Source: an optimization exercise on an open RTL-to-GDS flow (aim: small area, a short achievable clock period and few clock cycles per item). Production flows keep margins and buffers that such runs may drop. In this exercise RTL edits were held to simulation tests only and were not proved equivalent to the original. Power is estimated from default activity; no workload was simulated.

== the previous run ==
==> flow/design.v (excerpt) <==
module jx_brake (
    input  wire        clk,
    input  wire        rst_n,         
    input  wire        show_load,     
    input  wire        start,         
    input  wire [63:0] acc,           
    input  wire        fallback,      
    input  wire        cfg_enable,    
    input  wire [15:0] cfg_release,   
    input  wire [31:0] cfg_budget,    
    input  wire [31:0] cfg_static,    
    input  wire [31:0] cfg_trim,      
    input  wire [5:0]  cfg_e,         
    output wire        ready,
    output reg         done,
    output wire [16:0] factor,        
    output reg  [16:0] target,        
    output reg  [63:0] pred,          
    output reg  [63:0] acc_used,      
    output reg         evt_engage,
    output reg         evt_released,
    output reg         evt_fallback,
    output reg         evt_black
);
For scale: roughly 9400 cells after synthesis, roughly 360 I/O pins, about 88000 µm² of cells after synthesis.
export LEC_CHECK = 0
export CAP_MARGIN = 20
export CORE_MARGIN = 2
export CORE_UTILIZATION = 45
export PLACE_DENSITY = 0.65
export SETUP_SLACK_MARGIN = 5
export SLEW_MARGIN = 20
export SYNTH_HIERARCHICAL = 1
export SYNTH_MINIMUM_KEEP_SIZE = 0
export TNS_END_PERCENT = 100
create_clock -name core_clock -period 15.0 [get_ports {clk}]
run.sh (not shown) runs the stock make flow with config.mk's settings and CLKGATE_MAP_FILE= SYNTH_SCRIPT=/design/flow/synth_recipe.tcl, a recipe that flattens the netlist after the stock synthesis.
Testbench counts of the previous run, summed over its fixed seeds: cycles 15,498, frames 3,200.
Modified inputs, the current run compared to the previous run
- changing CORE_UTILIZATION from 45 to 55
- changing PLACE_DENSITY from 0.65 to 0.7
==> notes.md <==
Finished, but not clean: the current run, with max-capacitance violations, max-slew violations.
The previous run closes out successfully: all stages finished, all timing, DRC and antenna checks passed.
Footprint of the multi-input gates essentially unchanged between the previous run and the current run.
Looking at capturing element of the worst setup path, the p_r[71] result is from the current run; the use_lim one comes from the previous run.
Compared to the previous run, the current run has die area about 18% lower.
Diff the current run and the previous run: ratio of total power to cell area higher in the current run
Delta (the current run minus the previous run): post-CTS resize count climbed about 25%; final clock period utilization by the worst path went up by 0.30 points; met1 routed wirelength after detailed routing stayed essentially flat.
Looking at minimum clock period, the current run sits above the previous run.
In the current run relative to the previous run, leakage power had gone up slightly.

* * *

Another version of the RTL of jx_brake (not shown whole).
For scale: about 9400 cells after synthesis, about 780 flip-flops, about 360 I/O pins.
clock: 15.0 ns
lec_check: 0
cap_margin: 10
core_margin: 2
core_utilization: 65
place_density: 0.8
setup_slack_margin: 5
slew_margin: 10
synth_hierarchical: 1
synth_minimum_keep_size: 0
tns_end_percent: 100
The baseline finished with timing, DRC and antenna clean.
Testbench counts at the start, summed over its fixed seeds: cycles 15,498, frames 3,200.
==> next run, changes <==
Settings changed: CAP_MARGIN 10 to 20, CORE_UTILIZATION 65 to 55, PLACE_DENSITY 0.8 to 0.7, SLEW_MARGIN 10 to 20.
Effect:
- The new run ran to the end with no violations
- die area is higher by 18%
- maximum frequency is higher by 2.0%
- routed wire length is lower by 1.4%
- global-route usage is lower by 6.2 points
- design area is higher by 0.94%
- sequential cell count stays the same
- clock power is higher by about 2%
- sequential share of layout area is lower by 0.18 points
- critical path depth is lower by 1
- synthesized area is unchanged
- core utilization is lower by 11 points

* * *

jx_brake, a different RTL version from the one above (not shown whole).
Size: roughly 720 flip-flops, ~360 I/O pins, ~85,000 um2 of cells after synthesis.
// jx_brake
module jx_brake (
    input  wire        clk,
    input  wire        rst_n,         
    input  wire        show_load,     
    input  wire        start,         
    input  wire [63:0] acc,           
    input  wire        fallback,      
    input  wire        cfg_enable,    
    input  wire [15:0] cfg_release,   
    input  wire [31:0] cfg_budget,    
    input  wire [31:0] cfg_static,    
    input  wire [31:0] cfg_trim,      
    input  wire [5:0]  cfg_e,         
    output wire        ready,
    output reg         done,
    output reg  [16:0] factor,        
    output reg  [16:0] target,        
    output reg  [63:0] pred,          
    output reg  [63:0] acc_used,      
    output reg         evt_engage,
    output reg         evt_released,
    output reg         evt_fallback,
    output reg         evt_black
);
    localparam [16:0] ONE = 17'd65536;
    reg        busy;
    reg        ph_m1, ph_m2, ph_dec, ph_div;
    reg [1:0]  dcnt;
    assign ready = !busy;
    reg [63:0] a_r;         
    reg        fb_r;
    reg        en_r;
    reg [15:0] rel_r;
    reg [31:0] static_r;
    reg [32:0] h_r;         
    reg [31:0] trim_r;
    reg [5:0]  e_r;
    wire        use_prev = fallback && (acc_used > acc);
    localparam integer W  = 96;
    localparam integer NR = 18;
    reg  [W-1:0] cs_s, cs_c;
    wire [63:0] a_in = busy ? a_r : acc;
  ...
export LEC_CHECK = 0
export CAP_MARGIN = 20
export CORE_MARGIN = 2
export CORE_UTILIZATION = 40
export PLACE_DENSITY = 0.6
export SETUP_SLACK_MARGIN = 5
export SLEW_MARGIN = 20
export SYNTH_HIERARCHICAL = 1
export SYNTH_MINIMUM_KEEP_SIZE = 0
export TNS_END_PERCENT = 100
create_clock -name core_clock -period 15.0 [get_ports {clk}]
standard.sh (not shown) runs the stock make flow with config.mk's settings and CLKGATE_MAP_FILE= SYNTH_SCRIPT=/design/flow/synth_recipe.tcl, a recipe that flattens the netlist after the stock synthesis.
==> flow/flow/run.sh <==
#!/bin/bash
set -euo pipefail
bash standard.sh finish SETUP_SLACK_MARGIN=7 > standard_flow.log 2>&1
Testbench counts at the start, summed over its fixed seeds: cycles 15,498, frames 3,200.
==> next run, changes <==
==> flow/run.sh (new file) <==
#!/bin/bash
# synth_recipe.tcl (not shown) runs the flow's synth.tcl, then flattens the netlist and writes it again
# the make line also repeats each setting of config.mk as NAME=value (left out here)
make -C /OpenROAD-flow-scripts/flow DESIGN_CONFIG=/design/flow/config.mk WORK_HOME=/design/flow/orfs CLKGATE_MAP_FILE= SYNTH_SCRIPT=/design/flow/synth_recipe.tcl finish
removed: flow/flow/run.sh
removed: flow/standard.sh
The new run passed the timing, DRC and antenna checks.
Cell area is lower by about 4%.
Cell count is lower by about 1.4%.
Sequential share of layout area is higher by 0.72 points.
Critical path depth is higher by 15.
Wire length goes up by about 5%.
Total power drops by 17%.
Area after synthesis is unchanged.

## static timing again, ports no longer ideal
In the flow no input, the clock included, has a driving cell. The finished layouts below were timed again as built, in two steps.
Step 1 sets driving cells, clkbuf_16 on the clock port and buf_2 on the other inputs (assumed; they add their load-dependent delay and slew).
Step 2 times the ports against the registers' clock, not the clock port: input delays grow and output delays shrink by t, the midpoint of the rising clock arrivals with the driver on.
Three values: no drivers, after step 1, after step 2; two values: the first two.
| run | t (ns) | setup WS [ns] | worst register clock-pin slew, ns |
|---|---|---|---|
| the previous run | 0.834 | 5.129 / 5.129 / 4.360 | 0.08 / 0.08 |
| the current run | 0.802 | 5.083 / 5.142 / 4.340 | 0.07 / 0.07 |
| the first run of note 2 | 0.829 | 4.867 / 4.903 / 4.074 | 0.07 / 0.07 |
| the second run of note 2 | 0.805 | 5.062 / 5.085 / 4.310 | 0.07 / 0.07 |
| the first run of note 3 | 0.857 | 4.780 / 4.807 / 3.978 | 0.08 / 0.08 |
| the second run of note 3 | 0.848 | 4.568 / 4.568 / 3.978 | 0.07 / 0.07 |
For the first run of note 3, which loses most, drivers alone change the setup slack by +0.027 ns; drivers and shift together by -0.802 ns.
